Source: an optimization exercise on an open RTL-to-GDS flow (aim: small area, a short achievable clock period and few clock cycles per item). Production flows keep margins and buffers that such runs may drop. Function was checked by simulation only, so behaviour that the tests miss may differ from the original. Power is estimated from default activity; no workload was simulated.

## rev 12
## lg_encoder
module lg_encoder (
    input  wire        clk,
    input  wire        rst,
    input  wire        in_valid,
    output wire        in_ready,
    input  wire [63:0] in_word,
    output wire        out_valid,
    input  wire        out_ready,
    output wire [63:0] out_word,
    output wire [2:0]  out_code,
    output wire        out_last
);
For scale: ~6700 cells after synthesis, roughly 2600 flip-flops, about 140 I/O pins, about 100000 um2 of cells after synthesis.
export LEC_CHECK = 0
export CAP_MARGIN = 30
export CORE_MARGIN = 2
export CORE_UTILIZATION = 58
export CTS_CLUSTER_DIAMETER = 70
export CTS_CLUSTER_SIZE = 26
export SLEW_MARGIN = 30
create_clock -name core_clock -period 10.0 [get_ports {clk}]
standard.sh (not shown) runs the stock make flow with config.mk's settings and CLKGATE_MAP_FILE= SYNTH_SCRIPT=/design/flow/synth_recipe.tcl, a recipe that flattens the netlist after the stock synthesis.
==> flow/flow/run.sh <==
#!/bin/bash
# The standard layout, with timing repair aiming for 6.8 ns of setup slack
# (a 3.2 ns clock) instead of ORFS's default. Make's output goes to flow.log;
# each ORFS step keeps its own log under orfs/logs/.
set -euo pipefail
bash standard.sh SETUP_SLACK_MARGIN=6.8 finish > flow.log 2>&1
Testbench counts of rev 12, summed over its fixed seeds: cycles 77,008, groups 2,400.
#### Input delta (rev 13 over rev 12)
diff --git a/flow/design.v b/flow/design.v
--- a/flow/design.v
+++ b/flow/design.v
@@ -272,21 +272,19 @@
     wire [5:0]  p_load  = pl_last ? pq : pk;
     wire [5:0]  p_hold  = cur_v ? {pl_k0, pl_last, pl_sel} : pq;
     wire [5:0]  plan_n  = load ? p_load : p_hold;
     wire [3:0]  plan_sel  = plan_n[3:0];
     wire        plan_last = plan_n[4];
     wire        plan_k0   = plan_n[5];
     wire [5:0]  cnt_n   = cnt + {5'd0, emit} - {5'd0, rdo_r};
     wire        flush_n = adv ? (take && tg_last) : flush;
     wire [3:0]  an_n    = !adv ? an : flush ? plen : full8 ? ctot[3:0] - 4'd8 : ctot[3:0];
-    wire        c31 = (cnt == 6'd31), c32 = (cnt == 6'd32), c33 = (cnt == 6'd33);
-    wire        full_n  = emit ? ((!rdo_r && !rdo && c31) || ((rdo_r ^ rdo) && c32) || (rdo_r && rdo && c33))
-                               : ((!rdo_r && !rdo && c32) || ((rdo_r ^ rdo) && c33));
+    wire        full_n  = rdo ? (cnt_n == 6'd33) : (cnt_n == 6'd32);
     wire        dlt_pend_n = (loadq && q_hd && !pl_sel[P_DLT]) || (dlt_pend && !(load && pl_sel[P_DLT]));
     wire        tg_v_n  = adv ? in_v : tg_v;
     wire        tg_l_n  = (adv && in_v) ? (wt == 5'd31) : tg_last;
     wire        hp_n    = q_v_n && qmode_n == M_COMP;
     wire        sh_n    = !push && (take || hdr_sh);
     wire        adv_n   = !(tg_v_n && tg_l_n && (q_v_n || dlt_pend_n)) && !(hp_n && sh_n) &&
                           (!full_n || (flush_n && an_n == 4'd0));
     always @(posedge clk) begin
         pl_sel  <= plan_sel;
Rev 13 vs rev 12, global-route usage over all layers went down by 0.58 points. The global routing usage on met2 number comes out lower for rev 13 vs rev 12. Row worst reg-to-reg path cell count: rev 13 higher / rev 12 lower. Rev 13 gives less design area than rev 12 did. Worst slack on hold paths delta (rev 13 − rev 12): favourable. The sequential share of layout area in rev 13 sits 0.60 points above the value recorded for rev 12. Any difference in placed instance area between rev 13 and rev 12 is small enough to ignore. Any difference in netlist area before placement between rev 12 and rev 13 is small enough to ignore. Against rev 12, rev 13 comes in 6300 um lower on wire length. The first-pass GRT wire length of rev 13 falls short of that of rev 12 by 2.4%. Rev 13 vs. rev 12: count of clock-buffer cells in the layout went up by about 0.6%. Rev 13: met2 wirelength from detailed routing about 1.5% below rev 12. Post-route total power for rev 13 is higher than for rev 12.
Testbench counts of rev 13, summed over its fixed seeds: cycles 77,008, groups 2,400.

--- another note on this design; it stands on its own ---

## lg_encoder
module lg_encoder (
    input  wire        clk,
    input  wire        rst,
    input  wire        in_valid,
    output wire        in_ready,
    input  wire [63:0] in_word,
    output wire        out_valid,
    input  wire        out_ready,
    output wire [63:0] out_word,
    output wire [2:0]  out_code,
    output wire        out_last
);
Size: ~6800 cells after synthesis, about 2600 flip-flops, about 140 I/O pins.
export LEC_CHECK = 0
export CAP_MARGIN = 30
export CORE_MARGIN = 2
export CORE_UTILIZATION = 65
export CTS_CLUSTER_DIAMETER = 70
export CTS_CLUSTER_SIZE = 26
export SLEW_MARGIN = 30
create_clock -name core_clock -period 10.0 [get_ports {clk}]
standard.sh (not shown) runs the stock make flow with config.mk's settings and CLKGATE_MAP_FILE= SYNTH_SCRIPT=/design/flow/synth_recipe.tcl, a recipe that flattens the netlist after the stock synthesis.
==> flow/flow/run.sh <==
#!/bin/bash
# The standard layout, with timing repair aiming for 6.8 ns of setup slack
# (a 3.2 ns clock) instead of ORFS's default. Make's output goes to flow.log;
# each ORFS step keeps its own log under orfs/logs/.
set -euo pipefail
bash standard.sh SETUP_SLACK_MARGIN=6.8 finish > flow.log 2>&1
The first run passed the timing, DRC and antenna checks.
Testbench counts at the start, summed over its fixed seeds: cycles 77,008, groups 2,400.
Rerun with:
==> flow/flow/run.sh (replaced) <==
#!/bin/bash
# The standard layout, with timing repair aiming for 7.0 ns of setup slack
# (a 3.0 ns clock) instead of ORFS's default. Make's output goes to flow.log;
# each ORFS step keeps its own log under orfs/logs/.
set -euo pipefail
bash standard.sh SETUP_SLACK_MARGIN=7.0 finish > flow.log 2>&1
--- a/flow/config.mk
+++ b/flow/config.mk
@@ -10,2 +10,2 @@
-export CORE_UTILIZATION = 65
-export CTS_CLUSTER_DIAMETER = 70
+export CORE_UTILIZATION = 45
+export CTS_CLUSTER_DIAMETER = 80
After rerunning:
- die area goes up by 44%
- setup slack degrades by 29 ps
- sequential power barely changes
Rerun with:
==> flow/flow/run.sh (replaced) <==
#!/bin/bash
# The standard layout, with timing repair aiming for 6.8 ns of setup slack
# (a 3.2 ns clock) instead of ORFS's default. Make's output goes to flow.log;
# each ORFS step keeps its own log under orfs/logs/.
set -euo pipefail
bash standard.sh SETUP_SLACK_MARGIN=6.8 finish > flow.log 2>&1
--- a/flow/config.mk
+++ b/flow/config.mk
@@ -10,2 +10,2 @@
-export CORE_UTILIZATION = 45
-export CTS_CLUSTER_DIAMETER = 80
+export CORE_UTILIZATION = 58
+export CTS_CLUSTER_DIAMETER = 70
@@ -12,0 +13,2 @@
+export GPL_ROUTABILITY_DRIVEN = 0
+export GPL_TIMING_DRIVEN = 0
Effect: Global-route usage came out higher by 15 points. Worst setup slack degrades by 340 ps. Cell count goes down by 0.96%. Non-clock buffer count goes up by 528. Combinational power increases by about 10%. Synthesized area is unchanged. Wire length increases by 11%. Die area falls by 22%. Hold slack gains 30 ps.
Rerun with:
--- a/flow/config.mk
+++ b/flow/config.mk
@@ -13 +12,0 @@
-export GPL_ROUTABILITY_DRIVEN = 0
The changed run went through all stages and came out clean.
Register-to-register slack is worse by 150 ps.
Combinational power stays flat.
Clock-buffer cell count climbs by 3.
Worst hold slack loses 7.6 ps.
Sequential share of layout area fell by 0.49 points.
Global-route usage goes up by 0.64 points.
Die area stays the same.
Fmax is lower by 3.8%.
Routed wire length climbs by 1.4%.
Synthesized cell count does not change.

## static timing again, ports no longer ideal
How much do the figures lean on ideal ports? The routed layouts below were timed once more, with nothing changed but the port constraints. Step 1 sets driving cells, clkbuf_16 on the clock port and buf_2 on the other inputs (assumed; they add their load-dependent delay and slew). Step 2 adds t to the input delays and takes it off the output delays; t is the mean of the earliest and latest rising clock arrival at the registers after step 1. Input paths then give back, and output paths get back, about the clock's delay inside the block. Three values: no drivers, after step 1, after step 2; two values: the first two.
| run | shift t [ns] | slack for setup (ns) | clock arrival spread, ns | worst data-port slew with drivers (ns) | cell pins on the clock port's net |
|---|---|---|---|---|---|
| rev 12 | 0.935 | 6.479 / 6.382 / 5.973 | 0.046 / 0.045 | 0.04 | 1 |
| rev 13 | 0.926 | 6.194 / 6.194 / 5.656 | 0.060 / 0.061 | 0.06 | 1 |
| the first run of note 2 | 0.912 | 6.526 / 6.446 / 5.655 | 0.052 / 0.052 | 0.05 | 1 |
| the second run of note 2 | 0.933 | 6.497 / 6.405 / 5.659 | 0.062 / 0.062 | 0.09 | 1 |
| the third run of note 2 | 0.943 | 6.161 / 6.161 / 5.478 | 0.047 / 0.046 | 0.04 | 1 |
| the fourth run of note 2 | 0.944 | 6.007 / 6.007 / 5.237 | 0.047 / 0.047 | 0.07 | 1 |
After both steps setup and hold are still met in every run listed. For the first run of note 2, which loses most, drivers alone change the setup slack by -0.080 ns; drivers and shift together by -0.871 ns.
